This design comes from an exercise in tuning for small area on the open sky130 flow, not from production work. The RTL was checked by simulation tests, not by an equivalence proof against the original design. Power is estimated from default activity; no workload was simulated.

==> flow/design.v (outline; a module is shown in full before it is edited, if it fits) <==
// module ridge_engine: 302 lines
// module ridge_rcadd: 13 lines
// module ridge_bkadd: 25 lines
// module ridge_inc: 11 lines
// module ridge_carry: 11 lines
// module ridge_sgnadd: 7 lines
// module ridge_omul: 580 lines
// module ridge_omul_fast: 580 lines
module ridge_engine #(
    parameter NCMP = 8
) (
    input  wire         clk,
    input  wire         rst,             
    input  wire         beat,            
    input  wire         addend_we,
    input  wire [31:0]  addend_int,
    input  wire [39:0]  addend_frac,
    input  wire         cfg_we,
    input  wire [19:0]  cfg_jump_ns,     
    input  wire [13:0]  cfg_slew_max,    
    input  wire         corr_valid,
    input  wire         corr_dpll,       
    input  wire [63:0]  corr_val,        
    input  wire [13:0]  corr_rate,       
    input  wire         step_valid,
    input  wire         step_use_req,
    input  wire [63:0]  step_val,        
    input  wire         cmp_we,
    input  wire [2:0]   cmp_sel,
    input  wire         cmp_wr_en,
    input  wire         cmp_wr_periodic,
    input  wire         cmp_wr_late_act,
    input  wire [63:0]  cmp_wr_tgt,
    input  wire [63:0]  cmp_wr_per,
    output reg  [63:0]  count,
    output wire [63:0]  slew_rem,        
    output reg          slewing,
    output reg          step_needed,
    output reg  [63:0]  req_step,
    output reg          corr_ack,
    output reg          corr_nak,
    output reg          step_nak,
    output reg          step_done,
    output reg  [63:0]  step_amount,
    output reg          cfg_err,
    output wire [NCMP-1:0] cmp_en,
    output wire [NCMP-1:0] cmp_fire,
    output wire [NCMP-1:0] cmp_late
);
  // ...
==> flow/flow/run.sh <==
#!/bin/bash
# Own flow: the standard layout (standard.sh) with these changes:
#  - synthesis is the standard flow's synth_recipe.tcl and ORFS's synth.tcl unchanged except
#    that (a) only full adders are extracted as adder cells (half adders are
#    left to ABC as plain gates) and (b) ABC maps the logic with
#    flow/abc_area_map.script (area recovery under the delay target instead of
#    near-minimum-delay mapping). Registers, their names and cell types are
#    those of the standard synthesis;
#  - the port buffers that placement inserts on every input and output use the
#    smallest buffer cell.
# Each tool's full output is in orfs_make.log and the ORFS logs under orfs/logs.
set -euo pipefail
HERE="$PWD"
sed -e "s#^source \$::env(SCRIPTS_DIR)/synth_preamble.tcl\$#&\nset abc_args [lreplace \$abc_args 1 1 $HERE/flow/abc_area_map.script]#" \
    -e "s#^  extract_fa {\*}\[dont_use_extract_fa_args\]\$#  extract_fa -fa {*}[dont_use_extract_fa_args]#" \
    "$FLOW_HOME/scripts/synth.tcl" > "$HERE/flow_synth_core.tcl"
grep -q "abc_area_map.script" "$HERE/flow_synth_core.tcl"
grep -q "^  extract_fa -fa " "$HERE/flow_synth_core.tcl"
sed "s#^source \$::env(SCRIPTS_DIR)/synth.tcl\$#source $HERE/flow_synth_core.tcl#" \
    "$HERE/synth_recipe.tcl" > "$HERE/flow_synth.tcl"
grep -q "flow_synth_core.tcl" "$HERE/flow_synth.tcl"
bash standard.sh finish "SYNTH_SCRIPT=$HERE/flow_synth.tcl" \
    "BUFFER_PORTS_ARGS=-buffer_cell sky130_fd_sc_hd__buf_1" > orfs_make.log 2>&1
==> flow/flow/abc_area_map.script <==
strash
dch
map -D 20000
topo
stime -c
buffer -c
upsize -c
dnsize -c
==> flow/standard.sh <==
#!/bin/bash
# synth_recipe.tcl (not shown) runs the flow's synth.tcl, then flattens the netlist and writes it again
# the make line also repeats each setting of config.mk as NAME=value (left out here)
make -C /OpenROAD-flow-scripts/flow DESIGN_CONFIG=/design/flow/config.mk WORK_HOME=/design/flow/orfs CLKGATE_MAP_FILE= SYNTH_SCRIPT=/design/flow/synth_recipe.tcl "${@:-finish}"
==> flow/config.mk <==
export PLATFORM = sky130hd
export DESIGN_NAME = ridge_engine
export DESIGN_NICKNAME = ridge_engine
export VERILOG_FILES = /design/flow/design.v
export SDC_FILE = /design/flow/constraint.sdc
export NUM_CORES = 4
export LEC_CHECK = 0
export ABC_AREA = 1
export CAP_MARGIN = 20
export CORE_MARGIN = 2
export CORE_UTILIZATION = 65
export CTS_BUF_LIST = sky130_fd_sc_hd__clkbuf_8
export CTS_CLUSTER_DIAMETER = 60
export CTS_CLUSTER_SIZE = 14
export SLEW_MARGIN = 20
==> flow/constraint.sdc <==
create_clock -name core_clock -period 30.0 [get_ports {clk}]
set_input_delay 6.0000 -clock core_clock [delete_from_list [all_inputs] [get_ports {clk}]]
set_output_delay 6.0000 -clock core_clock [all_outputs]
set_load 0.01 [all_outputs]
==> key figures, run 1 <==
Timing
  • F_max: 34.29 MHz
  • Final period util: 0.9721
  • Setup WS post-layout: 0.8368 ns
  • Max Slew Vio Count: 0
  • Final setup viols: 0

Global route
  • Gr busiest metal: met2
  • First-pass GRT wire length: 542600 um
  • Gr ovfl total: 0
  • Met2 Use GR: 0.6250

Synth
  • Yosys cell types: 89
  • Synth Flop Type: edfxtp_1
  • Synth cell count leaders: nor2_1 (2217), inv_1 (1294), a21oi_1 (1175)
  • Compound-cell area share of the yosys netlist: 0.1471
  • Synth area leader: edfxtp_1
  • Sequential-to-total area share from yosys stat: 0.4280
  • Count leader, synth: nor2_1
  • Post-Synth XOR/XNOR Area: 0.02794

Worst setup path
  • Worst setup path endpoint: cmpu[5].tgt[63]
  • Critical Path Source: cmpu[5].per[0]
  • CP Class: register to register
  • CP startpoint kind: register

Die
  • Tap Count: 2204
  • Initial Util: 0.6528
  • I/O pins: 679
  • Total die area: 170700 um2

Detailed routing
  • Routed wire length on met3: 48770 um
  • Drt pass-1 iters: 9
  • Routed wl met2: 159500 um
  • Drt wl/cell: 25.85 um

Finish
  • Final non-filler cell total: 14340
  • Area of the multi-input gates: 55050 um2
  • Multi-input combinational area share: 0.4735
  • Non-clock inverter count in the final layout: 1368
  • Commonest non-fill, non-tap cell in the layout: nor2_1

Clock tree
  • Clk root buf: clkbuf_8
  • Total setup buffers inserted after CTS: 2
  • Clk slew on worst S/H paths: 0.10 ns

Status
  • Outcome: timing/DRC/antenna clean

Power and ir drop
  • P_clk: 1.48 mW

Placed design
  • PortBufs: 678
==> run 2, diff against run 1 <==
--- a/flow/config.mk
+++ b/flow/config.mk
@@ -8,7 +8,7 @@
 export ABC_AREA = 1
 export CAP_MARGIN = 20
 export CORE_MARGIN = 2
-export CORE_UTILIZATION = 65
+export CORE_UTILIZATION = 55
 export CTS_BUF_LIST = sky130_fd_sc_hd__clkbuf_8
 export CTS_CLUSTER_DIAMETER = 60
 export CTS_CLUSTER_SIZE = 14
==> run 2 against run 1 <==
Synthesized cell count stayed put. Sequential power hardly changed. Maximum frequency hardly changed. Setup slack better by 0.022 ns. Combinational power is 2% higher. Clock power is 15% higher. First-iteration DRC count is 14% lower. Critical endpoint is now cmpu[6].tgt[63]. Clock skew is 0.0081 ns lower. Still clean on timing, DRC and antenna. Largest cell class unchanged. Register-to-register slack better by 0.02 ns. Critical path depth stayed put.
==> key figures, run 2 <==
Worst setup path
  • RR Startpoint: cmpu[6].tgt[0] (was cmpu[5].per[0])
  • Most frequent CP cell: fa_1 (unchanged)
  • Slowest stage delay, CP: 0.48 ns (was 0.49 ns)
  • Crit end category: register (unchanged)
  • Worst Path Required: 30.74 ns (was 30.69 ns)
  • CP max FO: 2 (unchanged)
  • R2r endpoint: cmpu[6].tgt[63] (was cmpu[5].tgt[63])
  • Worst path slowest cell: fa_1 (unchanged)
  • CP Class: register to register (unchanged)
  • Critical Path Source: cmpu[6].tgt[0] (was cmpu[5].per[0])
  • R2R cell count: 67 (unchanged)
  • Worst EP arrival: 29.88 ns (was 29.85 ns)
  • CP startpoint kind: register (unchanged)
  • Flop2flop setup slack: 0.86 ns (was 0.84 ns)

Synth
  • Post-synthesis adder-cell area fraction: 0.1823 (unchanged)
  • Largest family of logic cells by synthesized area: adder cells (unchanged)
  • Net Count, Synth: 12950 (unchanged)
  • Syn Area/Cell: 9.395 um2 (unchanged)
  • Synth cell count leaders: nor2_1 (2217), inv_1 (1294), a21oi_1 (1175) (unchanged)
  • Sequential-to-total area share from yosys stat: 0.4280 (unchanged)
  • Compound-cell area share of the yosys netlist: 0.1471 (unchanged)
  • Area share of and/or/nand/nor cells after synthesis: 0.1403 (unchanged)
  • Post-Synth XOR/XNOR Area: 0.02794 (unchanged)
  • Synth async-reset ratio: 0 (unchanged)
  • Synth Flop Type: edfxtp_1 (unchanged)
  • Count leader, synth: nor2_1 (unchanged)
  • Syn Inst Count: 11580 (unchanged)
  • Synth area leader: edfxtp_1 (unchanged)
  • Mux share of post-synthesis cell area: 0.002530 (unchanged)
  • Top cell type's share of synthesized area: 0.3158 (unchanged)
  • Post-synth EDFFs: 1144 (unchanged)
  • #FFs+latches synth: 1754 (unchanged)
  • Synth warnings: 6 (unchanged)
  • Synth top area cells: edfxtp_1 (32%), fa_1 (18%), dfxtp_1 (11%) (unchanged)
  • Mapped Area: 108800 um2 (unchanged)
  • Yosys cell types: 89 (unchanged)

Die
  • Placement row count: 163 (was 150)
  • Initial Util: 0.5522 (was 0.6528)
  • Core ar.: 197000 um2 (was 166700 um2)
  • Die span in y: 448.8 um (was 413.1 um)
  • Total die area: 201400 um2 (was 170700 um2)
  • I/O pins: 679 (unchanged)
  • Die width: 448.8 um (was 413.1 um)

Detailed routing
  • Post-Route WL: 383300 um (was 370800 um)
  • Drt pass-1 iters: 6 (was 9)
  • DRC: 0 (unchanged)
  • Drt wl/cell: 25.84 um (was 25.85 um)
  • DR iter-0 viols: 9849 (was 11450)
  • Via count: 88420 (was 90250)
  • Vias per Instance: 5.961 (was 6.293)
  • Antenna viol nets, final: 0 (unchanged)

Finish
  • Final non-filler cell total: 14830 (was 14340)
  • Biggest regs: cmpu.per: 512 flops, cmpu.tgt: 512 flops, pend: 77 flops (unchanged)
  • Final cell area excluding filler cells: 117600 um2 (was 116300 um2)
  • Commonest non-fill, non-tap cells in the layout: nor2_1 (2203), inv_1 (1348), a21oi_1 (1175) (was nor2_1 (2203), inv_1 (1341), a21oi_1 (1175))
  • Final net count: 13370 (was 13350)
  • Commonest non-fill, non-tap cell in the layout: nor2_1 (unchanged)
  • Area grow syn2layout: 8.050% (was 6.866%)
  • Share of cells above drive strength 1: 0.05838 (was 0.05427)

Job
  • Maximum Capacitance Violations: 0 (unchanged)

Power and ir drop
  • Pwr dens: 76.75 nW/um2 (was 75.07 nW/um2)
  • Worst VDD drop: 0.05650 mV (was 0.06745 mV)
  • Leak: 44.94 nW (was 44.58 nW)

Timing
  • Final setup viols: 0 (unchanged)
  • Final period util: 0.9714 (was 0.9721)
  • Slew headroom: 0.2225 (was 0.1579)
  • Clock skew: 0.05803 ns (was 0.06611 ns)
  • Post-layout min period: 29.14 ns (was 29.16 ns)
  • Worst-Margin Slew: 1.156 ns (was 1.250 ns)
  • Final hold vios: 0 (unchanged)
  • F_max: 34.32 MHz (was 34.29 MHz)
  • Max Slew Vio Count: 0 (unchanged)

Clock tree
  • Clock buffer depth: 3 (unchanged)
  • Post-CTS Hold Buffers: 0 (unchanged)
  • CTS buffer count: 177 (was 160)
  • Clk slew on worst S/H paths: 0.11 ns (was 0.10 ns)
  • Worst-Skew Late Latency: 1.02 ns (was 1.03 ns)
  • Clock sinks: 1754 (unchanged)
  • CTS H-tree depth: 4 (unchanged)
  • Clk root buf: clkbuf_8 (unchanged)
  • CTS tree: done (unchanged)

Placed design
  • Routability cong.: 0.9947 (was 1.012)
  • DP HPWL: 292800 um (was 281100 um)
  • Cells after DPL: 14450 (was 14010)
  • PortBufs: 678 (unchanged)
  • Placement Cell Area: 113200 um2 (was 112600 um2)

Global route
  • Gr ovfl total: 0 (unchanged)
  • Antenna violations before repair: 69 (was 82)
  • Overall Global Routing Usage: 0.3756 (was 0.4321)
  • Vias in the first global route: 84810 (was 86540)
  • First-pass GRT wire length: 559300 um (was 542600 um)
  • Largest net degree at the start of global routing: 195 (unchanged)

Hold path
  • WHS Endpoint: jump_act[10] (was jump_act[14])
  • Worst Hold Depth: 2 (unchanged)
  • Hold Path Class: register to register (unchanged)
  • Hold_sp: jump_cfg[10] (was jump_cfg[14])

Status
  • Outcome: timing/DRC/antenna clean (unchanged)
-- run 2: per-layer routing --
metal	part of all wire	track usage
met1	0.40	0.5046
met2	0.45	0.5753
met3	0.087	0.07046
met4	0.067	0.2136
met5	0.00029	0
-- run 2: cell families (layout without fill, tap and decap cells) --
logic type / Yosys count / count (layout)
AND/OR/NAND/NOR: 3779 / 3779
other: 0 / 48
adder cells (fa/ha/maj): 999 / 999
buffers and inverters: 1936 / 2500
XOR/XNOR: 347 / 347
flip-flops: 1754 / 1754
multiplexers: 24 / 24
AO/OA/AOI/OAI: 2741 / 2741
-- run 2: layout make-up --
| cell class | count | area [um2] |
|---|---|---|
| clock inverters | 145 | 1277 |
| clock buffers | 185 | 2546 |
| well taps | 2640 | 3303 |
| fillers | 17400 | 79460 |
| diodes | 48 | 120.1 |
| flip-flops and latches | 1754 | 46570 |
| inverters | 1368 | 5142 |
| repair buffers | 802 | 3541 |
| multi-input cells | 7890 | 55050 |
-- run 2: repair_timing --
item,CTS,global route
resized for setup,57,103
pin swaps,3,4
endpoints found under the setup margin,19,22
gates cloned,0,0
buffers inserted,0,1
-- run 2: how the worst max path moves through the flow --
| stage | depth (start not counted) | endpoint |
|---|---|---|
| floorplan | 67 | cmpu[7].tgt[63] |
| global placement | 67 | cmpu[5].tgt[63] |
| detailed placement | 67 | cmpu[5].tgt[63] |
| CTS | 66 | cmpu[2].tgt[63] |
| global route | 66 | cmpu[2].tgt[63] |
| finish | 67 | cmpu[6].tgt[63] |
-- run 2: critical path, delay by kind of cell (launching register included) --
kind | cells | cell delay (ns)
AND/OR/NAND/NOR | 1 | 0.11
buffers and inverters | 1 | 0.06
XOR/XNOR | 2 | 0.32
AO/OA/AOI/OAI | 1 | 0.08
flip-flops | 1 | 0.41
adder cells (fa/ha/maj) | 62 | 27.85
-- run 2: metrics by stage --
| step | total power, mW | hold slack (ns) | TNS [ns] | utilization | worst slack, ns |
|---|---|---|---|---|---|
| after detailed placement | 7.263 | 0.4428 | -5.056 | 0.5744 | -0.8140 |
| after global routing | 9.550 | 0.4770 | -0.01848 | 0.5965 | -0.01848 |
| after floorplan | 5.830 | 0.4191 | 0 | - | 0.9986 |
| final | 9.022 | 0.4540 | 0 | 0.5967 | 0.8591 |
| after CTS | 8.955 | 0.4498 | 0 | 0.5946 | 0.01817 |
| after global placement | 7.184 | 0.4380 | -2.980 | 0.5744 | -0.4739 |
-- run 2: report_power, final --
group / switching [mW] / leakage (nW) / internal (mW)
sequential: 0.238 / 15.4 / 2.81
combinational: 2.88 / 27.4 / 1.40
clock: 0.968 / 2.12 / 0.730
==> run 3, diff against run 2 <==
--- a/flow/config.mk
+++ b/flow/config.mk
@@ -8,7 +8,7 @@
 export ABC_AREA = 1
 export CAP_MARGIN = 20
 export CORE_MARGIN = 2
-export CORE_UTILIZATION = 55
+export CORE_UTILIZATION = 62
 export CTS_BUF_LIST = sky130_fd_sc_hd__clkbuf_8
 export CTS_CLUSTER_DIAMETER = 60
 export CTS_CLUSTER_SIZE = 14
==> run 3 against run 2 <==
Still clean. Core utilization up 7.4 points. Final area is 0.73% lower. Sequential share of layout area increased by 0.29 points. Sequential cell count unchanged. Cell count fell by 2.5%. Hold slack improved by 0.0038 ns. Combinational power fell by 3%. Critical path type unchanged.
==> key figures, run 3 <==
Global route
  • Overall Global Routing Usage: 0.4035 (was 0.3756)
  • First-pass GRT wire length: 537000 um (was 559300 um)
  • Antenna violations before repair: 55 (was 69)
  • Vias in the first global route: 84910 (was 84810)
  • Gr ovfl total: 0 (unchanged)
  • Largest net degree at the start of global routing: 195 (unchanged)

Clock tree
  • Post-CTS Hold Buffers: 0 (unchanged)
  • Clock buffer depth: 3 (unchanged)
  • Clk root buf: clkbuf_8 (unchanged)
  • Clk slew on worst S/H paths: 0.09 ns (was 0.11 ns)
  • CTS tree: done (unchanged)
  • Worst-Skew Late Latency: 1.02 ns (about the same)
  • CTS H-tree depth: 4 (unchanged)
  • CTS buffer count: 166 (was 177)
  • Clock sinks: 1754 (unchanged)

Placed design
  • PortBufs: 678 (unchanged)
  • DP HPWL: 275800 um (was 292800 um)
  • Setup WS pre-CTS: -0.7485 ns (was -0.8140 ns)
  • Cells after DPL: 14120 (was 14450)
  • Placement Cell Area: 112600 um2 (was 113200 um2)
  • Routability cong.: 1.035 (was 0.9947)

Die
  • Die width: 422.9 um (was 448.8 um)
  • I/O pins: 679 (unchanged)
  • Placement row count: 153 (was 163)
  • Core ar.: 174000 um2 (was 197000 um2)
  • Die span in y: 422.9 um (was 448.8 um)
  • Initial Util: 0.6252 (was 0.5522)
  • Total die area: 178800 um2 (was 201400 um2)

Timing
  • Max Slew Vio Count: 0 (unchanged)
  • Final period util: 0.9752 (was 0.9714)
  • Setup WS post-layout: 0.7443 ns (was 0.8591 ns)
  • Final hold vios: 0 (unchanged)
  • Worst-Margin Slew: 1.262 ns (was 1.156 ns)
  • Clock skew: 0.05542 ns (was 0.05803 ns)
  • Final setup viols: 0 (unchanged)
  • F_max: 34.18 MHz (was 34.32 MHz)
  • Post-layout min period: 29.26 ns (was 29.14 ns)
  • Aggregate negative setup slack: 0 ns (unchanged)
  • Slew headroom: 0.1521 (was 0.2225)

Detailed routing
  • Vias per Instance: 6.162 (was 5.961)
  • Drt pass-1 iters: 7 (was 6)
  • Via count: 89060 (was 88420)
  • DRC: 0 (unchanged)
  • Antenna viol nets, final: 0 (unchanged)
  • DR iter-0 viols: 10680 (was 9849)
  • Drt wl/cell: 25.15 um (was 25.84 um)
  • Post-Route WL: 363500 um (was 383300 um)

Synth
  • #FFs+latches synth: 1754 (unchanged)
  • Synth warnings: 6 (unchanged)
  • Synth async-reset ratio: 0 (unchanged)
  • Synth cell count leaders: nor2_1 (2217), inv_1 (1294), a21oi_1 (1175) (unchanged)
  • Synth Flop Type: edfxtp_1 (unchanged)
  • Synth area leader: edfxtp_1 (unchanged)
  • Synth top area cells: edfxtp_1 (32%), fa_1 (18%), dfxtp_1 (11%) (unchanged)
  • Net Count, Synth: 12950 (unchanged)
  • Post-synth EDFFs: 1144 (unchanged)
  • Sequential-to-total area share from yosys stat: 0.4280 (unchanged)
  • Syn Inst Count: 11580 (unchanged)
  • Count leader, synth: nor2_1 (unchanged)
  • Top cell type's share of synthesized area: 0.3158 (unchanged)
  • Yosys cell types: 89 (unchanged)
  • Mapped Area: 108800 um2 (unchanged)
  • Syn Area/Cell: 9.395 um2 (unchanged)

Power and ir drop
  • Leak: 44.76 nW (was 44.94 nW)
  • Worst VDD drop: 0.06078 mV (was 0.05650 mV)
  • Pwr dens: 75.13 nW/um2 (was 76.75 nW/um2)

Worst setup path
  • Buffers & Inverters on Critical Path: 1 (unchanged)
  • CP Class: register to register (unchanged)
  • Worst EP arrival: 29.99 ns (was 29.88 ns)
  • Crit end category: register (unchanged)
  • Critical Path Source: cmpu[6].tgt[0] (unchanged)
  • CP startpoint kind: register (unchanged)
  • Crit-path leading delay family: adder cells (unchanged)
  • CP max FO: 2 (unchanged)
  • Most frequent CP cell: fa_1 (unchanged)
  • RR Startpoint: cmpu[6].tgt[0] (unchanged)
  • Worst path slowest cell: fa_1 (unchanged)
  • Worst Path Required: 30.73 ns (was 30.74 ns)
  • Slowest stage delay, CP: 0.48 ns (about the same)

Finish
  • FF/Latch Area: 46570 um2 (unchanged)
  • Final net count: 13340 (was 13370)
  • Area of the multi-input gates: 55080 um2 (was 55050 um2)
  • Share of cells above drive strength 1: 0.05463 (was 0.05838)
  • Commonest non-fill, non-tap cells in the layout: nor2_1 (2203), inv_1 (1348), a21oi_1 (1175) (unchanged)
  • Final cell area excluding filler cells: 116700 um2 (was 117600 um2)
  • Biggest regs: cmpu.per: 512 flops, cmpu.tgt: 512 flops, pend: 77 flops (unchanged)
  • Commonest non-fill, non-tap cell in the layout: nor2_1 (unchanged)
  • Final non-filler cell total: 14450 (was 14830)
  • Fillers: 14120 (was 17400)
  • Area grow syn2layout: 7.259% (was 8.050%)

Hold path
  • Hold_sp: jump_cfg[5] (was jump_cfg[10])
  • Hold Path Class: register to register (unchanged)

Job
  • Maximum Capacitance Violations: 0 (unchanged)

Status
  • Outcome: timing/DRC/antenna clean (unchanged)
run 3: cell counts after synthesis:
Identical to the previous run, type by type.
run 3: logic make-up (layout without fill, tap and decap cells):
logic type,Yosys count,in the layout,share of synthesized area
compound gates,2741,2741,0.1470
xor+xnor,347,347,0.02794
fa+ha+maj,999,999,0.1823
buf+inv,1936,2456,0.07195
flops,1754,1754,0.4280
mux,24,24,0.002530
other cells,0,29,0
simple gates,3779,3779,0.1403
run 3: power breakdown:
group,leakage [nW],switching [mW],internal (mW)
clock network,1.96,0.917,0.664
logic,27.4,2.76,1.38
registers,15.4,0.232,2.81
run 3: layout make-up:
class / count / share of cell area
clock buffers: 179 / 0.02111
flip-flops and latches: 1754 / 0.3991
diodes: 29 / 0.0006219
multi-input cells: 7890 / 0.4720
clock inverters: 121 / 0.008117
repair buffers: 788 / 0.03011
inverters: 1368 / 0.04407
well taps: 2325 / 0.02493
run 3: path summary, 6_finish.rpt:
kind,slack [ns],cells after the start,end
min,0.46,2,jump_cfg[5]
max reg2reg,0.74,67,cmpu[6].tgt[63]
max,0.74,67,cmpu[6].tgt[63]
min reg2reg,0.46,2,jump_cfg[5]
run 3: worst register-to-register path, delay by kind of cell, from the launching register on:
| family | cells | cell delay, ns |
|---|---|---|
| XOR/XNOR | 2 | 0.33 |
| flip-flops | 1 | 0.40 |
| buffers and inverters | 1 | 0.06 |
| AO/OA/AOI/OAI | 1 | 0.08 |
| adder cells (fa/ha/maj) | 62 | 28.06 |
| AND/OR/NAND/NOR | 1 | 0.12 |
run 3: routing by layer:
layer	GRT usage	routed length (um)
met5	0	227
met2	0.5963	159300
met3	0.09206	39090
met4	0.2289	24020
met1	0.5528	140800
run 3: through the flow:
step	hold slack [ns]	util	power, mW
floorplan	0.4191	-	5.830
global placement	0.4346	0.6471	6.992
detailed placement	0.4337	0.6473	7.097
CTS	0.4535	0.6677	8.662
global route	0.4781	0.6705	9.303
finish	0.4578	0.6706	8.767
run 3: timing repair:
item                       CTS  global route
resized for setup           59            97
buffers inserted             0             3
pin swaps                    6             5
setup endpoints to repair   18            21
==> module ridge_engine, before the edit <==
module ridge_engine #(
    parameter NCMP = 8
) (
    input  wire         clk,
    input  wire         rst,             
    input  wire         beat,            
    input  wire         addend_we,
    input  wire [31:0]  addend_int,
    input  wire [39:0]  addend_frac,
    input  wire         cfg_we,
    input  wire [19:0]  cfg_jump_ns,     
    input  wire [13:0]  cfg_slew_max,    
    input  wire         corr_valid,
    input  wire         corr_dpll,       
    input  wire [63:0]  corr_val,        
    input  wire [13:0]  corr_rate,       
    input  wire         step_valid,
    input  wire         step_use_req,
    input  wire [63:0]  step_val,        
    input  wire         cmp_we,
    input  wire [2:0]   cmp_sel,
    input  wire         cmp_wr_en,
    input  wire         cmp_wr_periodic,
    input  wire         cmp_wr_late_act,
    input  wire [63:0]  cmp_wr_tgt,
    input  wire [63:0]  cmp_wr_per,
    output reg  [63:0]  count,
    output wire [63:0]  slew_rem,        
    output reg          slewing,
    output reg          step_needed,
    output reg  [63:0]  req_step,
    output reg          corr_ack,
    output reg          corr_nak,
    output reg          step_nak,
    output reg          step_done,
    output reg  [63:0]  step_amount,
    output reg          cfg_err,
    output wire [NCMP-1:0] cmp_en,
    output wire [NCMP-1:0] cmp_fire,
    output wire [NCMP-1:0] cmp_late
);
    localparam [31:0] NOM_INT  = 32'h0000_CCCC;
    localparam [39:0] NOM_FRAC = 40'hCC_CCCC_CCCC;
    localparam [19:0] JUMP_DEF = 20'd100;
    localparam [13:0] SLEW_DEF = 14'd50;
    localparam [39:0] OFS_DEF  = 40'd2882303762;    
    reg  [39:0]  frac;
    reg  [31:0]  add_int;
    reg  [39:0]  add_frac;
    reg  [19:0]  jump_cfg, jump_act;
    reg  [13:0]  smax_cfg, smax_act;
    reg  [39:0]  ofs_act;                
    reg  [13:0]  named_rate;             
    reg  [39:0]  ofs_named;              
    reg  [76:0]  pend;                   
    reg          pend_nz;                
    reg  [63:0]  req_ref;                
    reg  [63:0]  step_acc;               
    reg          step_pend;
    reg          usereq_pend;
    wire        use_named = (named_rate != 14'd0) && (named_rate < smax_act);
    wire [39:0] ofs = use_named ? ofs_named : ofs_act;
    wire        pneg  = pend[76];
    wire [36:0] p_hi  = pend[76:40];
    wire [39:0] p_lo  = pend[39:0];
    wire [39:0] pmo_lo;
    wire        c40;
    ridge_bkadd #(.W(40)) u_pmo (.a(p_lo), .b(pneg ? ofs : ~ofs), .ci(~pneg),
                                 .s(pmo_lo), .co(c40));
    wire [36:0] p_hi_inc, p_hi_dec;
    ridge_inc #(.W(37)) u_pinc (.a(p_hi),  .ci(1'b1), .s(p_hi_inc));
    wire [36:0] p_hi_decn;
    ridge_inc #(.W(37)) u_pdec (.a(~p_hi), .ci(1'b1), .s(p_hi_decn));
    assign p_hi_dec = ~p_hi_decn;                     
    wire [36:0] pmo_hi = pneg ? (c40 ? p_hi_inc : p_hi) : (c40 ? p_hi : p_hi_dec);
    wire        p_hi_zero = (p_hi == 37'd0);
    wire        p_hi_ones = (p_hi == {37{1'b1}});
    wire        last_tick = pneg ? (p_hi_ones & c40) : (p_hi_zero & ~c40);
    wire        p_lo_nz   = (p_lo != 40'd0);
    wire        pmo_lo_nz = (pmo_lo != 40'd0);
    wire [63:0] sum_req;
    wire        sum_req_co;
    ridge_bkadd #(.W(64)) u_sreq (.a(step_acc), .b(req_step), .ci(1'b0),
                                  .s(sum_req), .co(sum_req_co));
    wire sum_req_ok  = ~((step_acc[63] == req_step[63]) && (sum_req[63] != step_acc[63])) &&
                       (sum_req != 64'h8000_0000_0000_0000);
    wire use_req_ok  = usereq_pend && step_needed && sum_req_ok;
    wire step_apply  = beat && (step_pend || use_req_ok);
    wire [63:0] step_total = use_req_ok ? sum_req : step_acc;
    wire req_dropped = beat && usereq_pend && !use_req_ok;
    wire slew_run = (slewing || beat) && pend_nz && !step_apply;
    wire slew_mid = slew_run && !last_tick;          
    wire pb_zero  = step_apply || (slew_run && last_tick);
    wire [76:0] pb = pb_zero ? 77'd0 : slew_mid ? {pmo_hi, pmo_lo} : pend;
    wire [36:0] pb_hi = pb[76:40];
    wire        pb_lo_nz = !pb_zero && (slew_mid ? pmo_lo_nz : p_lo_nz);
    wire        pb_neg = pb[76];
    wire [40:0] slew41 = !slew_run ? 41'd0 :
                         last_tick ? pend[40:0] :
                         pneg      ? {1'b1, ~ofs} : {1'b0, ofs};
    wire        slew_ci = slew_mid && pneg;           
    wire [36:0] cs;                                   
    wire        cs_co;
    ridge_bkadd #(.W(37)) u_cs (.a(pb_hi), .b(corr_val[36:0]), .ci(1'b0),
                                .s(cs), .co(cs_co));
    wire        cu_z = (corr_val[63:38] == 26'd0);
    wire        cu_o = (corr_val[63:38] == {26{1'b1}});
    wire        cu0  = corr_val[37];
    wire        fits = cs[36] ? (cs_co ? (pb_neg ? (cu_o & cu0)        
                                                  : (cu_o & !cu0))     
                                           : (pb_neg ? (cu_z & !cu0)      
                                                     : (cu_o & cu0)))     
                              : (cs_co ? (pb_neg ? (cu_z & !cu0)          
                                                 : (cu_o & cu0))          
                                       : (pb_neg ? (cu_z & cu0)           
                                                 : (cu_z & !cu0)));       
    wire        lz  = !pb_lo_nz && (cs[15:0] == 16'd0);
    wire [20:0] csh = cs[36:16];
    wire        le_hi, ge_lo;
    ridge_sgnadd #(.W(22)) u_le (.a({2'b00, jump_act}), .b(~{csh[20], csh}), .ci(lz), .nonneg(le_hi));
    ridge_sgnadd #(.W(22)) u_ge (.a({2'b00, jump_act}), .b({csh[20], csh}), .ci(1'b0), .nonneg(ge_lo));
    wire corr_ok  = corr_valid && fits && le_hi && ge_lo;
    wire corr_bad = corr_valid && !corr_ok;
    wire [76:0] pend_next = corr_ok ? {cs, pb[39:0]} : pb;
    wire        pnz_next  = (pend_next != 77'd0);
    wire name_it = corr_ok && !corr_dpll && (corr_rate != 14'd0) &&
                   (named_rate == 14'd0 || corr_rate < named_rate);
    wire [39:0] ofs_in;
    ridge_omul_fast u_mul_in (.r(corr_rate), .o(ofs_in));
    wire [39:0] ofs_cfg;
    ridge_omul u_mul_cfg (.r(smax_cfg), .o(ofs_cfg));
    wire [63:0] rq_v = (corr_valid && corr_dpll) ? corr_val : req_ref;
    wire [63:0] rq_sum;
    wire        rq_co;
    ridge_bkadd #(.W(64)) u_rq (.a({{27{pb_hi[36]}}, pb_hi}), .b(rq_v),
                                .ci(pb_neg && pb_lo_nz), .s(rq_sum), .co(rq_co));
    wire [36:0] trunc_p;
    ridge_inc #(.W(37)) u_tr (.a(p_hi), .ci(pneg && p_lo_nz), .s(trunc_p));
    assign slew_rem = {{27{trunc_p[36]}}, trunc_p};
    wire [63:0] y_hi = step_apply ? step_total : {64{slew41[40]}};
    wire [39:0] y_lo = step_apply ? 40'd0 : slew41[39:0];
    wire [103:0] ca = {count, frac};
    wire [103:0] cb = {32'd0, add_int, add_frac};
    wire [103:0] cc = {y_hi, y_lo};
    wire [103:0] csum = ca ^ cb ^ cc;
    wire [103:0] ccar = (ca & cb) | (cc & (ca ^ cb));
    wire [103:0] cnt_next;
    wire         cnt_co;
    ridge_bkadd #(.W(104)) u_cnt (.a(csum), .b({ccar[102:0], slew_ci}), .ci(1'b0),
                                  .s(cnt_next), .co(cnt_co));
    wire [63:0] acc_base = beat ? 64'd0 : step_acc;
    wire [63:0] acc_sum;
    wire        acc_co;
    ridge_bkadd #(.W(64)) u_acc (.a(acc_base), .b(step_val), .ci(1'b0),
                                 .s(acc_sum), .co(acc_co));
    wire acc_ok = ~((acc_base[63] == step_val[63]) && (acc_sum[63] != step_val[63])) &&
                  (acc_sum != 64'h8000_0000_0000_0000);
    wire usereq_base = beat ? 1'b0 : usereq_pend;
    wire need_base   = step_apply ? 1'b0 : (corr_ok && corr_dpll) ? 1'b0 : step_needed;
    wire refuse_dpll = corr_bad && corr_dpll;
    always @(posedge clk) begin
        if (rst) begin
            count       <= 64'd0;
            frac        <= 40'd0;
            add_int     <= NOM_INT;
            add_frac    <= NOM_FRAC;
            jump_cfg    <= JUMP_DEF;
            jump_act    <= JUMP_DEF;
            smax_cfg    <= SLEW_DEF;
            smax_act    <= SLEW_DEF;
            ofs_act     <= OFS_DEF;
            pend        <= 77'd0;
            pend_nz     <= 1'b0;
            named_rate  <= 14'd0;
            step_acc    <= 64'd0;
            step_pend   <= 1'b0;
            usereq_pend <= 1'b0;
            slewing     <= 1'b0;
            step_needed <= 1'b0;
            req_step    <= 64'd0;
            corr_ack    <= 1'b0;
            corr_nak    <= 1'b0;
            step_nak    <= 1'b0;
            step_done   <= 1'b0;
            step_amount <= 64'd0;
            cfg_err     <= 1'b0;
        end else begin
            {count, frac} <= cnt_next;
            if (addend_we) begin
                add_int  <= addend_int;
                add_frac <= addend_frac;
            end
            cfg_err <= 1'b0;
            if (cfg_we) begin
                if (cfg_jump_ns >= 20'd1 && cfg_jump_ns <= 20'd1000000)
                    jump_cfg <= cfg_jump_ns;
                else
                    cfg_err <= 1'b1;
                if (cfg_slew_max >= 14'd1 && cfg_slew_max <= 14'd10000)
                    smax_cfg <= cfg_slew_max;
                else
                    cfg_err <= 1'b1;
            end
            if (beat) begin
                jump_act <= jump_cfg;
                smax_act <= smax_cfg;
                ofs_act  <= ofs_cfg;
            end
            pend     <= pend_next;
            pend_nz  <= pnz_next;
            if (!pnz_next)
                named_rate <= 14'd0;
            else if (name_it)
                named_rate <= corr_rate;
            else if (step_apply)
                named_rate <= 14'd0;
            slewing  <= (slewing || beat) && !step_apply && pnz_next;
            corr_ack <= corr_ok;
            corr_nak <= corr_bad;
            if (refuse_dpll) begin
                step_needed <= 1'b1;
                req_step    <= rq_sum;
            end else if (!need_base) begin
                step_needed <= 1'b0;
                req_step    <= 64'd0;
            end else if (beat) begin
                req_step    <= rq_sum;
            end
            step_done <= step_apply;
            if (step_apply)
                step_amount <= step_total;
            step_nak <= req_dropped;
            if (beat) begin
                step_acc    <= 64'd0;
                step_pend   <= 1'b0;
                usereq_pend <= 1'b0;
            end
            if (step_valid) begin
                if (step_use_req) begin
                    if (!need_base || usereq_base)
                        step_nak <= 1'b1;
                    else
                        usereq_pend <= 1'b1;
                end else begin
                    if (acc_ok) begin
                        step_acc  <= acc_sum;
                        step_pend <= 1'b1;
                    end else begin
                        step_nak  <= 1'b1;
                    end
                end
            end
        end
        if (refuse_dpll)
            req_ref <= corr_val;
        if (name_it)
            ofs_named <= ofs_in;
    end
    reg first_eq;
    always @(posedge clk) first_eq <= (cmp_wr_tgt == cnt_next[103:40]);
    genvar g;
    generate for (g = 0; g < NCMP; g = g + 1) begin : cmpu
        reg [63:0] tgt, per;
        reg        en, fire, late, first, periodic, late_act;
        wire x  = tgt[63] ^ count[63];
        wire co;
        ridge_carry #(.W(63)) u_c (.a(tgt[62:0]), .b(~count[62:0]), .ci(first | x), .co(co));
        wire res = ~(x ^ co);                      
        wire hit = en & (first ? (res ? late_act : first_eq) : res);
        wire late_set = en & first & res;
        wire clr = en & ((first & res & ~late_act) | (hit & ~periodic));
        wire upd = hit & periodic;
        wire wsel = cmp_we & (cmp_sel == g);
        wire wfull = wsel & ~en;
        wire [63:0] tsum;
        wire tco;
        ridge_rcadd #(.W(64)) u_a (.a(tgt), .b(per), .ci(1'b0), .s(tsum), .co(tco));
        always @(posedge clk) begin
            if (rst) begin
                en <= 1'b0; fire <= 1'b0; late <= 1'b0; first <= 1'b0;
            end else begin
                fire  <= hit;
                first <= wfull & cmp_wr_en;
                if (late_set)  late <= 1'b1;
                else if (wsel) late <= 1'b0;
                if (wsel)      en <= cmp_wr_en;
                else if (clr)  en <= 1'b0;
            end
            if (wfull) begin
                periodic <= cmp_wr_periodic;
                late_act <= cmp_wr_late_act;
                per      <= cmp_wr_per;
                tgt      <= cmp_wr_tgt;
            end else if (upd) begin
                tgt      <= tsum;
            end
        end
        assign cmp_en[g]   = en;
        assign cmp_fire[g] = fire;
        assign cmp_late[g] = late;
    end endgenerate
endmodule
==> run 4, diff against run 3 <==
--- a/flow/design.v
+++ b/flow/design.v
@@ -130,10 +130,16 @@
     wire [39:0] ofs_cfg;
     ridge_omul u_mul_cfg (.r(smax_cfg), .o(ofs_cfg));
     wire [63:0] rq_v = (corr_valid && corr_dpll) ? corr_val : req_ref;
-    wire [63:0] rq_sum;
+    wire [36:0] rq_lo;
     wire        rq_co;
-    ridge_bkadd #(.W(64)) u_rq (.a({{27{pb_hi[36]}}, pb_hi}), .b(rq_v),
-                                .ci(pb_neg && pb_lo_nz), .s(rq_sum), .co(rq_co));
+    ridge_rcadd #(.W(37)) u_rq (.a(pb_hi), .b(rq_v[36:0]), .ci(pb_neg && pb_lo_nz),
+                                .s(rq_lo), .co(rq_co));
+    wire [26:0] rq_hi_inc, rq_hi_decn;
+    ridge_inc #(.W(27)) u_rqi (.a(rq_v[63:37]),  .ci(1'b1), .s(rq_hi_inc));
+    ridge_inc #(.W(27)) u_rqd (.a(~rq_v[63:37]), .ci(1'b1), .s(rq_hi_decn));
+    wire [26:0] rq_hi = (rq_co == pb_hi[36]) ? rq_v[63:37] :
+                        rq_co ? rq_hi_inc : ~rq_hi_decn;
+    wire [63:0] rq_sum = {rq_hi, rq_lo};
     wire [36:0] trunc_p;
     ridge_inc #(.W(37)) u_tr (.a(p_hi), .ci(pneg && p_lo_nz), .s(trunc_p));
     assign slew_rem = {{27{trunc_p[36]}}, trunc_p};
==> run 4 against run 3 <==
Still clean on timing, DRC and antenna. Sequential share of layout area up 0.095 points. Clock power shrank 3%. Via count down 0.76%. Global-route usage is 0.89 points higher. Synthesized area grew 0.14%. Final area down 0.24%. Maximum frequency rose by 0.69%. Cell count decreased by 0.67%. Power is 0.94% lower. Non-clock buffer count increased by 19. Sequential power barely moved. Die area up 0.14%. Critical endpoint is now cmpu[3].tgt[63].
==> key figures, run 4 <==
Worst setup path
  • Crit end category: register (unchanged)
  • CP max FO: 2 (unchanged)
  • Worst path slowest cell: fa_1 (unchanged)
  • Most frequent CP cell: fa_1 (unchanged)
  • Slowest stage delay, CP: 0.48 ns (about the same)
  • CP Class: register to register (unchanged)
  • Worst EP arrival: 29.77 ns (was 29.99 ns)
  • Worst Path Required: 30.71 ns (was 30.73 ns)
  • CP startpoint kind: register (unchanged)

Finish
  • Commonest non-fill, non-tap cells in the layout: nor2_1 (2217), inv_1 (1291), a21oi_1 (1210) (was nor2_1 (2203), inv_1 (1348), a21oi_1 (1175))
  • Commonest non-fill, non-tap cell in the layout: nor2_1 (unchanged)
  • Area grow syn2layout: 6.851% (was 7.259%)
  • Final core utilization: 0.6682 (was 0.6706)
  • Biggest regs: cmpu.per: 512 flops, cmpu.tgt: 512 flops, pend: 77 flops (unchanged)
  • Final net count: 13220 (was 13340)
  • Share of cells above drive strength 1: 0.06029 (was 0.05463)

Detailed routing
  • Drt wl/cell: 25.84 um (was 25.15 um)
  • Drt pass-1 iters: 7 (unchanged)
  • Routed wire length on met3: 41020 um (was 39090 um)
  • Post-Route WL: 370900 um (was 363500 um)
  • Vias per Instance: 6.156 (was 6.162)
  • Wl on met1: 139200 um (was 140800 um)
  • DRC: 0 (unchanged)
  • DR top layer: met5 (unchanged)
  • Routed wl met2: 163600 um (was 159300 um)
  • Via count: 88390 (was 89060)
  • Antenna viol nets, final: 0 (unchanged)
  • DR iter-0 viols: 11160 (was 10680)

Synth
  • Synth top area cells: edfxtp_1 (32%), fa_1 (18%), dfxtp_1 (11%) (unchanged)
  • Sequential-to-total area share from yosys stat: 0.4274 (was 0.4280)
  • Syn Area/Cell: 9.533 um2 (was 9.395 um2)
  • Synth area leader: edfxtp_1 (unchanged)
  • #FFs+latches synth: 1754 (unchanged)
  • Syn Inst Count: 11430 (was 11580)
  • Yosys cell types: 98 (was 89)
  • Top cell type's share of synthesized area: 0.3153 (was 0.3158)
  • Net Count, Synth: 12810 (was 12950)
  • Post-synth EDFFs: 1144 (unchanged)
  • Count leader, synth: nor2_1 (unchanged)
  • Synth Flop Type: edfxtp_1 (unchanged)
  • Synth warnings: 6 (unchanged)
  • Mapped Area: 108900 um2 (was 108800 um2)
  • Synth cell count leaders: nor2_1 (2230), inv_1 (1236), a21oi_1 (1210) (was nor2_1 (2217), inv_1 (1294), a21oi_1 (1175))
  • Synth async-reset ratio: 0 (unchanged)

Die
  • Die width: 423.2 um (was 422.9 um)
  • Placement row count: 153 (unchanged)
  • Total die area: 179100 um2 (was 178800 um2)
  • Die span in y: 423.2 um (was 422.9 um)
  • Initial Util: 0.6254 (was 0.6252)
  • I/O pins: 679 (unchanged)
  • Core ar.: 174200 um2 (was 174000 um2)

Timing
  • Clock skew: 0.08301 ns (was 0.05542 ns)
  • Final hold vios: 0 (unchanged)
  • Post-layout min period: 29.06 ns (was 29.26 ns)
  • Final period util: 0.9685 (was 0.9752)
  • Aggregate negative setup slack: 0 ns (unchanged)
  • Max Slew Vio Count: 0 (unchanged)
  • Slew headroom: 0.1319 (was 0.1521)
  • Worst-Margin Slew: 1.293 ns (was 1.262 ns)
  • Final setup viols: 0 (unchanged)
  • F_max: 34.42 MHz (was 34.18 MHz)

Global route
  • Vias in the first global route: 84950 (was 84910)
  • First-pass GRT wire length: 545700 um (was 537000 um)
  • Largest net degree at the start of global routing: 195 (unchanged)
  • Antenna violations before repair: 79 (was 55)
  • Gr ovfl total: 0 (unchanged)
  • Overall Global Routing Usage: 0.4125 (was 0.4035)

Power and ir drop
  • Leak: 44.20 nW (was 44.76 nW)
  • Pwr dens: 74.60 nW/um2 (was 75.13 nW/um2)
  • Worst VDD drop: 0.06037 mV (was 0.06078 mV)

Clock tree
  • Worst-Skew Late Latency: 1.01 ns (was 1.02 ns)
  • CTS H-tree depth: 4 (unchanged)
  • Clock sinks: 1754 (unchanged)
  • CTS tree: done (unchanged)
  • Clock buffer depth: 3 (unchanged)
  • CTS buffer count: 165 (was 166)
  • Clk root buf: clkbuf_8 (unchanged)
  • Clk slew on worst S/H paths: 0.10 ns (was 0.09 ns)

Placed design
  • Routability cong.: 1.010 (was 1.035)
  • DP HPWL: 282700 um (was 275800 um)
  • PortBufs: 678 (unchanged)

Job
  • Maximum Capacitance Violations: 0 (unchanged)

Status
  • Outcome: timing/DRC/antenna clean (unchanged)

Hold path
  • Hold Path Class: register to register (unchanged)
run 4: cell types whose count changed in the layout (fill, tap and decap cells not counted), sizes merged, moves of 10 or more:
cell   delta
o21a     +13
xor2     -12
nand3    -12
diode    +28
inv      -42
nand2    -99
o21ai    -55
a21oi    +38
buf      +19
mux2i    +10
a22oi    -23
nor2     +32
run 4: per-stage QoR:
step / hold slack (ns) / total power, mW / instances / instance area (um2) / setup slack, ns
6_report: 0.4457 / 8.685 / 14360 / 116400 / 0.9445
3_5_place_dp: 0.4421 / 7.061 / 13990 / 112500 / -0.4628
4_1_cts: 0.4492 / 8.574 / 14290 / 115900 / 0.0009415
5_1_grt: 0.4725 / 9.164 / 14350 / 116400 / -0.004011
3_3_place_gp: 0.4357 / 6.973 / 13990 / 112500 / -0.2823
2_1_floorplan: 0.4191 / 5.733 / 11430 / 108900 / 0.9981
run 4: critical path: cells and delay by family (launching register included):
family	cells	cell delay, ns
buffers and inverters	1	0.06
AOI/OAI and AO/OA	1	0.09
xor gates and xnor gates	1	0.15
DFF	1	0.41
adders and majority gates	62	27.94
and+or+nand+nor	1	0.13
run 4: final timing paths:
kind	from	to	cells after the start	slack, ns
hold reg to reg	jump_cfg[8]	jump_act[8]	2	0.45
setup reg to reg	cmpu[3].tgt[0]	cmpu[3].tgt[63]	66	0.94
setup / recovery	cmpu[3].tgt[0]	cmpu[3].tgt[63]	66	0.94
hold / removal	jump_cfg[8]	jump_act[8]	2	0.45
run 4: logic make-up (layout without fill, tap and decap cells):
group | count (synthesis) | in the layout | share of synthesized area
AND/OR/NAND/NOR | 3711 | 3711 | 0.1396
XOR/XNOR | 335 | 335 | 0.02748
AO/OA/AOI/OAI | 2697 | 2697 | 0.1447
flip-flops | 1754 | 1754 | 0.4274
other | 0 | 57 | 0
multiplexers | 34 | 34 | 0.003480
buffers and inverters | 1886 | 2433 | 0.07383
adder cells (fa/ha/maj) | 1011 | 1011 | 0.1835
run 4: layout make-up:
| cell class | instances | area [um2] |
|---|---|---|
| fill | 14100 | 57790 |
| antenna | 57 | 142.6 |
| clock inverter | 130 | 904.6 |
| sequential | 1754 | 46570 |
| clock buffer | 172 | 2367 |
| tap | 2325 | 2909 |
| timing repair buffer | 807 | 3611 |
| multi-input combinational | 7788 | 54920 |
| inverter | 1324 | 4994 |
run 4: power breakdown:
group | leakage, nW | total [mW] | internal, mW | switching [mW]
logic | 26.9 | 4.11 | 1.35 | 2.76
clock network | 1.89 | 1.54 | 0.608 | 0.928
registers | 15.4 | 3.04 | 2.81 | 0.233
total | 44.2 | 8.68 | 4.77 | 3.92
run 4: layer usage:
layer / GRT usage / vias to the layer above
met2: 0.6084 / 4964
met1: 0.5520 / 43280
met5: 0 / -
met3: 0.09917 / 880
li1: - / 39230
met4: 0.2590 / 42
run 4: timing repair:
| action | CTS | global route |
|---|---|---|
| pin swaps | 2 | 6 |
| hold buffers | 0 | 0 |
| endpoints found under the setup margin | 14 | 49 |
| gates resized for setup | 36 | 107 |
| setup buffers | 0 | 5 |
| endpoints found under the hold margin | 0 | 0 |
==> run 5, diff against run 4 <==
--- a/flow/config.mk
+++ b/flow/config.mk
@@ -8,7 +8,7 @@
 export ABC_AREA = 1
 export CAP_MARGIN = 20
 export CORE_MARGIN = 2
-export CORE_UTILIZATION = 62
+export CORE_UTILIZATION = 65
 export CTS_BUF_LIST = sky130_fd_sc_hd__clkbuf_8
 export CTS_CLUSTER_DIAMETER = 60
 export CTS_CLUSTER_SIZE = 14
==> run 5 against run 4 <==
Hold slack improved by 0.016 ns. Setup slack got worse by 0.17 ns. Clock skew fell by 0.029 ns. Synthesized area did not move. Sequential cell count did not move. Core utilization rose by 2.9 points. Non-clock buffer count fell by 5. Clock power barely moved. Sequential share of layout area barely moved. Power fell by 1.0%. Maximum frequency fell by 0.59%. Sequential power barely moved. Critical endpoint is now cmpu[0].tgt[62].
==> key figures, run 5 <==
Synth
  • Post-synthesis adder-cell area fraction: 0.1835 (unchanged)
  • Yosys cell types: 98 (unchanged)
  • Mapped Area: 108900 um2 (unchanged)
  • Mux share of post-synthesis cell area: 0.003480 (unchanged)
  • Syn Inst Count: 11430 (unchanged)
  • Synth async-reset ratio: 0 (unchanged)
  • Area share of and/or/nand/nor cells after synthesis: 0.1396 (unchanged)
  • Compound-cell area share of the yosys netlist: 0.1447 (unchanged)
  • Synth cell count leaders: nor2_1 (2230), inv_1 (1236), a21oi_1 (1210) (unchanged)
  • Net Count, Synth: 12810 (unchanged)
  • Synth Flop Type: edfxtp_1 (unchanged)
  • Sequential-to-total area share from yosys stat: 0.4274 (unchanged)
  • Syn Area/Cell: 9.533 um2 (unchanged)
  • #FFs+latches synth: 1754 (unchanged)
  • Synth top area cells: edfxtp_1 (32%), fa_1 (18%), dfxtp_1 (11%) (unchanged)
  • Synth warnings: 6 (unchanged)
  • Post-Synth XOR/XNOR Area: 0.02748 (unchanged)
  • Largest family of logic cells by synthesized area: adder cells (unchanged)
  • Top cell type's share of synthesized area: 0.3153 (unchanged)
  • Post-synth EDFFs: 1144 (unchanged)
  • Synth area leader: edfxtp_1 (unchanged)
  • Count leader, synth: nor2_1 (unchanged)

Worst setup path
  • Crit-path leading delay family: adder cells (unchanged)
  • CP Depth: 66 (unchanged)
  • Worst path slowest cell: fa_2 (was fa_1)
  • Worst EP arrival: 29.93 ns (was 29.77 ns)
  • CP startpoint kind: register (unchanged)
  • Crit end category: register (unchanged)
  • RR Startpoint: cmpu[0].tgt[0] (was cmpu[3].tgt[0])
  • CP max FO: 2 (unchanged)
  • Worst Path Required: 30.71 ns (about the same)
  • CP Class: register to register (unchanged)
  • R2R cell count: 66 (unchanged)
  • Buffers & Inverters on Critical Path: 1 (unchanged)
  • Worst setup path endpoint: cmpu[0].tgt[62] (was cmpu[3].tgt[63])
  • Critical Path Source: cmpu[0].tgt[0] (was cmpu[3].tgt[0])
  • Slowest stage delay, CP: 0.50 ns (was 0.48 ns)
  • Most frequent CP cell: fa_1 (unchanged)
  • Flop2flop setup slack: 0.77 ns (was 0.94 ns)
  • R2r endpoint: cmpu[0].tgt[62] (was cmpu[3].tgt[63])

Detailed routing
  • Via count: 89550 (was 88390)
  • Post-Route WL: 370200 um (was 370900 um)
  • Drt pass-1 iters: 7 (unchanged)
  • Drt wl/cell: 26.01 um (was 25.84 um)
  • DRC: 0 (unchanged)
  • DR iter-0 viols: 12460 (was 11160)
  • Vias per Instance: 6.293 (was 6.156)
  • Antenna viol nets, final: 0 (unchanged)

Placed design
  • DP HPWL: 284000 um (was 282700 um)
  • Routability cong.: 1.011 (was 1.010)
  • PortBufs: 678 (unchanged)
  • Cells after DPL: 13860 (was 13990)

Timing
  • Final hold vios: 0 (unchanged)
  • Clock skew: 0.05438 ns (was 0.08301 ns)
  • Worst-Margin Slew: 1.290 ns (was 1.293 ns)
  • Post-layout min period: 29.23 ns (was 29.06 ns)
  • Aggregate negative setup slack: 0 ns (unchanged)
  • Final setup viols: 0 (unchanged)
  • Final period util: 0.9742 (was 0.9685)
  • F_max: 34.22 MHz (was 34.42 MHz)
  • Max Slew Vio Count: 0 (unchanged)
  • Slew headroom: 0.1363 (was 0.1319)

Finish
  • Final net count: 13210 (was 13220)
  • Commonest non-fill, non-tap cells in the layout: nor2_1 (2216), inv_1 (1292), a21oi_1 (1210) (was nor2_1 (2217), inv_1 (1291), a21oi_1 (1210))
  • Biggest regs: cmpu.per: 512 flops, cmpu.tgt: 512 flops, pend: 77 flops (unchanged)
  • Share of cells above drive strength 1: 0.06135 (was 0.06029)
  • Fillers: 12940 (was 14100)
  • Area grow syn2layout: 6.725% (was 6.851%)
  • Commonest non-fill, non-tap cell in the layout: nor2_1 (unchanged)
  • Final non-filler cell total: 14230 (was 14360)

Clock tree
  • CTS H-tree depth: 4 (unchanged)
  • Worst-Skew Late Latency: 1.02 ns (was 1.01 ns)
  • Clock sinks: 1754 (unchanged)
  • Post-CTS Hold Buffers: 0 (unchanged)
  • CTS buffer count: 164 (was 165)
  • Clk slew on worst S/H paths: 0.10 ns (about the same)
  • Clock buffer depth: 3 (unchanged)
  • Clk root buf: clkbuf_8 (unchanged)
  • CTS tree: done (unchanged)

Power and ir drop
  • Worst VDD drop: 0.06214 mV (was 0.06037 mV)
  • Overall Power: 8.596 mW (was 8.685 mW)
  • Leak: 44.18 nW (was 44.20 nW)
  • Pwr dens: 73.93 nW/um2 (was 74.60 nW/um2)

Hold path
  • Hold Path Class: register to register (unchanged)

Die
  • I/O pins: 679 (unchanged)
  • Die width: 413.4 um (was 423.2 um)
  • Placement row count: 150 (was 153)
  • Core ar.: 166800 um2 (was 174200 um2)
  • Initial Util: 0.6530 (was 0.6254)
  • Die span in y: 413.4 um (was 423.2 um)
  • Total die area: 170900 um2 (was 179100 um2)

Global route
  • Vias in the first global route: 84580 (was 84950)
  • Gr ovfl total: 0 (unchanged)
  • Antenna violations before repair: 102 (was 79)
  • Largest net degree at the start of global routing: 196 (was 195)
  • First-pass GRT wire length: 540300 um (was 545700 um)
  • Overall Global Routing Usage: 0.4314 (was 0.4125)

Job
  • Maximum Capacitance Violations: 0 (unchanged)

Status
  • Outcome: timing/DRC/antenna clean (unchanged)
-- run 5: cell types whose count changed in the layout (fill, tap and decap cells not counted), moves of 4 or more --
cell / delta
fa_1: -18
fa_2: +18
buf_4: -5
clkbuf_8: +5
diode_2: +5
clkinv_2: -4
-- run 5: cells by family (layout without fill, tap and decap cells) --
group | after synthesis | in the layout
AO/OA/AOI/OAI | 2697 | 2697
XOR/XNOR | 335 | 335
adder cells (fa/ha/maj) | 1011 | 1011
buffers and inverters | 1886 | 2423
flip-flops | 1754 | 1754
multiplexers | 34 | 34
other | 0 | 62
AND/OR/NAND/NOR | 3711 | 3711
-- run 5: per-layer routing --
layer	global-route usage	wire length, um	up-vias
li1	-	-	39240
met1	0.5912	139500	43540
met2	0.6014	154200	5746
met3	0.1786	57810	936
met4	0.1909	18150	92
met5	0	585	-
-- run 5: worst min-delay path: stages (launching register included) --
cell and delay [ns]:
dfxtp_1 0.31, inv_1 0.06, a21oi_1 0.06
-- run 5: final cells by class --
type,instances,area [um2],area share
antenna,62,155.1,0.001334
sequential,1754,46570,0.4005
inverter,1324,4996,0.04297
tap,2204,2758,0.02372
clock buffer,176,2422,0.02083
clock inverter,121,807.0,0.006941
timing repair buffer,802,3576,0.03075
multi-input combinational,7788,55000,0.4730
-- run 5: how the worst min path moves through the flow --
stage	end	cells past startpoint	from	slack, ns
2_1_floorplan	jump_cfg[2]	2	jump_cfg[2]	0.42
3_3_place_gp	jump_cfg[6]	2	jump_cfg[6]	0.44
3_5_place_dp	jump_cfg[6]	2	jump_cfg[6]	0.43
4_1_cts	jump_cfg[6]	2	jump_cfg[6]	0.46
5_1_grt	ofs_act[0]	2	ofs_act[0]	0.48
6_report	jump_act[18]	2	jump_cfg[18]	0.46
-- run 5: repair_timing --
| item | 4_1_cts | 5_1_grt |
|---|---|---|
| pin swaps | 4 | 10 |
| setup buffers | 0 | 6 |
| endpoints found under the hold margin | 0 | 0 |
| endpoints found under the setup margin | 20 | 51 |
| resized for setup | 63 | 106 |
-- run 5: power breakdown --
group,internal (mW),switching (mW)
sequential,2.81,0.227
clock,0.605,0.922
combinational,1.33,2.70
total,4.75,3.85
-- run 5: stage by stage --
step	setup WS (ns)	hold slack [ns]	util	cell area, um2
2_1_floorplan	0.9981	0.4191	-	108900
5_1_grt	-0.07013	0.4779	0.6965	116200
6_report	0.7731	0.4617	0.6969	116300
4_1_cts	0.0004405	0.4569	0.6936	115700
3_5_place_dp	-0.6264	0.4349	0.6732	112300
3_3_place_gp	-0.4207	0.4355	0.6732	112300

## port drivers added, routing unchanged
The flow's constraints put no driver on any port. The routed layouts listed below were extracted and timed again, unchanged, in two steps. Step 1 assumes that a clkbuf_16 drives the clock port and a buf_2 every other input. Step 2 times the ports against the registers' clock, not the clock port: input delays grow and output delays shrink by t, the midpoint of the rising clock arrivals with the driver on. Slacks: no drivers / after step 1 / after step 2; pairs: no drivers / after step 1.
run	shift t [ns]	setup WS [ns]	hold WS [ns]	latest minus earliest clock arrival (ns)	slew at the worst register clock pin (ns)
run 1	1.088	0.837 / 0.837 / 0.837	0.453 / 0.453 / 0.453	0.067 / 0.066	0.11 / 0.11
run 2	1.078	0.859 / 0.859 / 0.859	0.454 / 0.454 / 0.454	0.058 / 0.059	0.11 / 0.11
run 3	1.085	0.744 / 0.744 / 0.744	0.458 / 0.458 / 0.458	0.061 / 0.061	0.11 / 0.11
run 4	1.070	0.944 / 0.944 / 0.944	0.446 / 0.446 / 0.446	0.088 / 0.088	0.11 / 0.11
run 5	1.094	0.773 / 0.773 / 0.773	0.462 / 0.462 / 0.462	0.056 / 0.056	0.10 / 0.10
After both steps setup and hold are still met in every run listed.
